This design comes from an exercise in tuning for small area, a short achievable clock period and few clock cycles on the open sky130 flow, not from production work.
In this exercise RTL edits were held to simulation tests only and were not proved equivalent to the original.

== lane 3 ==
// cvu
module cvu (
    input  wire        clk,
    input  wire        rst,             
    input  wire        ctrl_bind,
    input  wire        ctrl_release,
    input  wire        ctrl_snap,
    input  wire [1:0]  cfg_mode,
    input  wire [5:0]  cfg_width_m1,
    input  wire        cfg_refin,
    input  wire        cfg_refout,
    input  wire [63:0] cfg_poly,
    input  wire [63:0] cfg_init,
    input  wire [63:0] cfg_xorout,
    input  wire        clr_res_valid,
    input  wire        clr_res_ovr,
    input  wire        in_valid,
    output wire        in_ready,
    input  wire [63:0] in_data,
    input  wire [2:0]  in_nbytes_m1,    
    input  wire        in_end,          
    input  wire        in_close,        
    input  wire        in_abort,        
    output wire        bound,
    output wire        pending,
    output reg         res_valid,
    output reg         res_ovr,
    output reg         res_invalid,
    output wire [1:0]  status,
    output reg  [63:0] result,
    output reg  [63:0] res_bytes,
    output reg  [31:0] res_units
);
export LEC_CHECK = 0
export CAP_MARGIN = 20
export CORE_MARGIN = 2
export CORE_UTILIZATION = 55
export SLEW_MARGIN = 20
export SYNTH_HIERARCHICAL = 1
create_clock -name core_clock -period 44.0 [get_ports {clk}]
standard.sh (not shown) runs the stock make flow with config.mk's settings and CLKGATE_MAP_FILE= SYNTH_SCRIPT=/design/flow/synth_recipe.tcl, a recipe that flattens the netlist after the stock synthesis.
==> flow/flow/run.sh <==
#!/bin/bash
# Standard ORFS layout (the standard.sh, standard synthesis), with the
# resizer's setup repair asked for extra slack (SETUP_SLACK_MARGIN) so that
# it works on the paths that set the achieved period, and plain buffers on
# the ports.  flow/knobs.txt holds these make variables, one per line.  The
# SDC (clock period, I/O delays) is unchanged.  Each tool's output goes to a
# log file in this folder (make's to flow_make.log, ORFS's own logs under
# orfs/logs).
set -euo pipefail
mapfile -t KNOBS < <(grep -v '^#' flow/knobs.txt | grep -v '^$')
bash standard.sh "${KNOBS[@]}" finish > flow_make.log 2>&1
==> flow/flow/knobs.txt <==
SETUP_SLACK_MARGIN=33.8
TNS_END_PERCENT=100
MATCH_CELL_FOOTPRINT=0
BUFFER_PORTS_ARGS=-buffer_cell sky130_fd_sc_hd__buf_1
CTS_BUF_LIST=sky130_fd_sc_hd__clkbuf_8
DONT_USE_CELLS=sky130_fd_sc_hd__probe_p_8 sky130_fd_sc_hd__probec_p_8 sky130_fd_sc_hd__lpflow_bleeder_1 sky130_fd_sc_hd__lpflow_clkbufkapwr_1 sky130_fd_sc_hd__lpflow_clkbufkapwr_16 sky130_fd_sc_hd__lpflow_clkbufkapwr_2 sky130_fd_sc_hd__lpflow_clkbufkapwr_4 sky130_fd_sc_hd__lpflow_clkbufkapwr_8 sky130_fd_sc_hd__lpflow_clkinvkapwr_1 sky130_fd_sc_hd__lpflow_clkinvkapwr_16 sky130_fd_sc_hd__lpflow_clkinvkapwr_2 sky130_fd_sc_hd__lpflow_clkinvkapwr_4 sky130_fd_sc_hd__lpflow_clkinvkapwr_8 sky130_fd_sc_hd__lpflow_decapkapwr_12 sky130_fd_sc_hd__lpflow_decapkapwr_3 sky130_fd_sc_hd__lpflow_decapkapwr_4 sky130_fd_sc_hd__lpflow_decapkapwr_6 sky130_fd_sc_hd__lpflow_decapkapwr_8 sky130_fd_sc_hd__lpflow_inputiso0n_1 sky130_fd_sc_hd__lpflow_inputiso0p_1 sky130_fd_sc_hd__lpflow_inputiso1n_1 sky130_fd_sc_hd__lpflow_inputiso1p_1 sky130_fd_sc_hd__lpflow_inputisolatch_1 sky130_fd_sc_hd__lpflow_isobufsrc_1 sky130_fd_sc_hd__lpflow_isobufsrc_16 sky130_fd_sc_hd__lpflow_isobufsrc_2 sky130_fd_sc_hd__lpflow_isobufsrc_4 sky130_fd_sc_hd__lpflow_isobufsrc_8 sky130_fd_sc_hd__lpflow_isobufsrckapwr_16 sky130_fd_sc_hd__lpflow_lsbuf_lh_hl_isowell_tap_1 sky130_fd_sc_hd__lpflow_lsbuf_lh_hl_isowell_tap_2 sky130_fd_sc_hd__lpflow_lsbuf_lh_hl_isowell_tap_4 sky130_fd_sc_hd__lpflow_lsbuf_lh_isowell_4 sky130_fd_sc_hd__lpflow_lsbuf_lh_isowell_tap_1 sky130_fd_sc_hd__lpflow_lsbuf_lh_isowell_tap_2 sky130_fd_sc_hd__lpflow_lsbuf_lh_isowell_tap_4  sky130_fd_sc_hd__xnor3_1 sky130_fd_sc_hd__xnor3_2 sky130_fd_sc_hd__xnor3_4 sky130_fd_sc_hd__xor3_1 sky130_fd_sc_hd__xor3_2 sky130_fd_sc_hd__xor3_4
Testbench counts of lane 3, summed over its fixed seeds: cycles 141,870.
Relative to lane 3, the following input files were edited for lane 2:
-- flow/design.v --
<<< lane 3, line 48
    reg         snap_def;     
    reg         in_unit;      
    reg  [63:0] d_q;
    reg  [2:0]  nb_q;
    reg         end_q;
>>> lane 2, line 48
    reg         snap_def;     
    reg         in_unit;      
    reg  [31:0] d_q;          
    reg  [2:0]  nb_q;
    reg         end_q;
<<< lane 3, line 126
    wire proc_hie = eng_run & end_q & (ph == 2'd1) & nb_q[2];
    wire proc     = proc_lo | proc_hie | hi_pend;
    wire [31:0] chunk = proc_lo ? d_q[31:0] : d_q[63:32];
    wire [1:0]  mm1   = (proc_lo & nb_q[2]) ? 2'd3 : nb_q[1:0];    
    wire [31:0] dsw   = refin_q ? rev32(chunk)
>>> lane 2, line 126
    wire proc_hie = eng_run & end_q & (ph == 2'd1) & nb_q[2];
    wire proc     = proc_lo | proc_hie | hi_pend;
    wire [31:0] chunk = d_q;
    wire [1:0]  mm1   = (proc_lo & nb_q[2]) ? 2'd3 : nb_q[1:0];    
    wire [31:0] dsw   = refin_q ? rev32(chunk)
<<< lane 3, line 305
                           (cap ? (~end_q | ph_ok) : ~in_end);
    wire        cap_n    = in_valid & ~in_ready;
    always @(posedge clk) begin
        d_q     <= in_data;
        nb_q    <= in_nbytes_m1;
        end_q   <= in_end;
>>> lane 2, line 305
                           (cap ? (~end_q | ph_ok) : ~in_end);
    wire        cap_n    = in_valid & ~in_ready;
    wire        hi_pend_n = feed & ~end_q & nb_q[2] & ~aborted & ~ctrl_release;
    wire [1:0]  ph_n      = (feed | restart | ~cap) ? 2'd0 :
                            (proc & end_q) ? ph + 2'd1 : ph;
    wire        sel_hi    = hi_pend_n | ((ph_n == 2'd1) & end_q & nb_q[2]);
    always @(posedge clk) begin
        d_q     <= sel_hi ? in_data[63:32] : in_data[31:0];
        nb_q    <= in_nbytes_m1;
        end_q   <= in_end;
<<< lane 3, line 350
            cap     <= cap_n;
            x_q     <= x_n;
            hi_pend <= feed & ~end_q & nb_q[2] & ~aborted & ~ctrl_release;
            if (feed | restart | ~cap)
                ph <= 2'd0;
            else if (proc & end_q)
                ph <= ph + 2'd1;
            if (ph == 2'd0) bak <= close_crc;
            if (reinit)    clean <= 1'b1;
>>> lane 2, line 354
            cap     <= cap_n;
            x_q     <= x_n;
            hi_pend <= hi_pend_n;
            ph      <= ph_n;
            if (ph == 2'd0) bak <= close_crc;
            if (reinit)    clean <= 1'b1;
--- outcome ---
- Lane 2 reached the end of the flow, and the finished layout is clean on the timing, design-rule and antenna checks.
- Lower y dimension of the die was reported by lane 2, not lane 3.
- Compared with lane 3, lane 2 shows a worst setup slack that is 0.0045 ns lower.
- Looking only at fraction of met2 tracks used by global routing, and setting everything else aside, the lower value of lane 3 and lane 2 goes to lane 3.
- Lane 3 has higher cell count after synthesis than lane 2.
- Area after synthesis delta (lane 2 − lane 3): favourable
- Diff lane 3 -> lane 2 | summed area of non-filler cells in the final layout | down slightly
- Changes observed in lane 2 relative to lane 3: number of clock sinks seen by CTS went down by 32, mean area per synthesized cell shows no meaningful change.
- Routed wire in lane 2 totals less than in lane 3.
Testbench counts of lane 2, summed over its fixed seeds: cycles 141,870.


== old ==
Another version of the RTL of cvu (not shown whole).
For scale: roughly 770 flip-flops.
Settings: LEC_CHECK=0, CAP_MARGIN=20, CORE_MARGIN=2, CORE_UTILIZATION=40, SLEW_MARGIN=20; clock period 44.0 ns.
run.sh (not shown) runs the stock make flow with config.mk's settings and CLKGATE_MAP_FILE= SYNTH_SCRIPT=/design/flow/synth_recipe.tcl, a recipe that flattens the netlist after the stock synthesis.
Stock flow here: none of the scripts above is used.
Testbench counts of old, summed over its fixed seeds: cycles 141,870.
--- input diff old..new ---
--- a/flow/design.v
+++ b/flow/design.v
@@ -245,20 +245,18 @@
             bound       <= 1'b0;
             pending     <= 1'b0;
             res_valid   <= 1'b0;
             res_ovr     <= 1'b0;
             res_invalid <= 1'b0;
             status      <= ST_OK;
             result      <= 64'd0;
             res_bytes   <= 64'd0;
             res_units   <= 32'd0;
-            cnt_bytes   <= 64'd0;
-            cnt_units   <= 32'd0;
             inv_q       <= 1'b0;
             snap_def    <= 1'b0;
             in_unit     <= 1'b0;
             cap         <= 1'b0;
             ph          <= 2'd0;
             hi_pend     <= 1'b0;
             su_a        <= 1'b0;
             su_b        <= 1'b0;
         end else begin
@@ -287,18 +285,31 @@
                 ci_q   <= close_crc;
                 su_a   <= 1'b0;
                 su_b   <= 1'b1;
                 su_cnt <= 5'd0;
             end else if (su_b) begin
                 g_q    <= {g_q[30:0], g_new};
                 su_cnt <= su_cnt + 5'd1;
                 if (su_cnt == 5'd31) su_b <= 1'b0;
             end
+            if (!bound) begin
+                wm1_q     <= b_wm1;
+                refin_q   <= b_refin;
+                refout_q  <= b_refout;
+                xorout_q  <= b_xorout;
+                poly_q    <= b_poly;
+                init_q    <= b_init;
+                g_q       <= b_g;
+                ci_q      <= 64'd0;
+                crc       <= b_init;
+                cnt_bytes <= 64'd0;
+                cnt_units <= 32'd0;
+            end
             if (clr_res_valid) res_valid <= 1'b0;
             if (clr_res_ovr)   res_ovr   <= 1'b0;
             if (close_now) begin
                 result      <= close_val;
                 res_bytes   <= close_bytes;
                 res_units   <= close_units;
                 res_invalid <= close_inv;
                 res_valid   <= 1'b1;
                 if (res_valid && !clr_res_valid) res_ovr <= 1'b1;
@@ -306,33 +317,20 @@
             if (ctrl_bind) begin
                 if (bound) begin
                     status <= ST_BUSY;
                 end else if (bad_param) begin
                     status <= ST_BAD_PARAM;
                 end else begin
                     status    <= ST_OK;
                     bound     <= 1'b1;
                     pending   <= 1'b1;
-                    wm1_q     <= b_wm1;
-                    refin_q   <= b_refin;
-                    refout_q  <= b_refout;
-                    xorout_q  <= b_xorout;
-                    poly_q    <= b_poly;
-                    init_q    <= b_init;
-                    g_q       <= b_g;
-                    ci_q      <= 64'd0;
-                    crc       <= b_init;
                     su_a      <= (cfg_mode == 2'd3);
                     su_b      <= 1'b0;
-                    cnt_bytes <= 64'd0;
-                    cnt_units <= 32'd0;
-                    inv_q     <= 1'b0;
-                    snap_def  <= 1'b0;
                 end
             end else if (ctrl_release) begin
                 if (bound) begin
                     status   <= ST_OK;
                     bound    <= 1'b0;
                     pending  <= 1'b0;
                     snap_def <= 1'b0;
                     inv_q    <= 1'b0;
                     su_a     <= 1'b0;
Findings:
- Taking old as 1.0, new lands at 0.940 on average wire per cell in the routed design.
- Final area of new falls short of that of old by a few percent.
- Comparing worst path setup slack after routing for old and new, the bigger number came from new.
- Relative to old, critical path depth decreased by 2 in new.
- Relative to old, the total area of sequential cells of new is higher by 4.9%.
- Delta (new minus old): final standard cell utilization of the core has remained practically unchanged, global-route track usage on met3 shows a reduction of 3.1 points, post-synthesis register bit count held steady.
- new vs. old: sequential share of layout area up 2.2 points; worst hold slack up 0.0046 ns.
Testbench counts of new, summed over its fixed seeds: cycles 141,870.

-- what the ideal ports hide --
The flow's constraints put no driver on any port. The routed layouts listed below were extracted and timed again, unchanged, in two steps. Step 1 assumes that a clkbuf_16 drives the clock port and a buf_2 every other input. Step 2 moves the port delays by t, midway between the first and last clock arrival at a register: inputs arrive t later, outputs are due t later. That takes back most of the time a late clock gives input paths. a / b / c = ideal ports / drivers / drivers and shift; a / b = the first two.
| run | t (ns) | setup WS [ns] | worst setup path after step 2 | slew at the worst register clock pin (ns) |
|---|---|---|---|---|
| lane 3 | 0.945 | 33.662 / 33.584 / 32.813 | input to register | 0.08 / 0.08 |
| lane 2 | 0.896 | 33.657 / 33.579 / 32.857 | input to register | 0.08 / 0.08 |
| old | 0.793 | 30.543 / 30.607 / 29.814 | input to register | 0.09 / 0.09 |
| new | 0.782 | 31.236 / 31.292 / 30.510 | input to register | 0.07 / 0.07 |
After both steps setup and hold are still met in every run listed. The setup slack of lane 3, which loses most, moves by -0.078 ns with the drivers and by -0.849 ns with both steps.
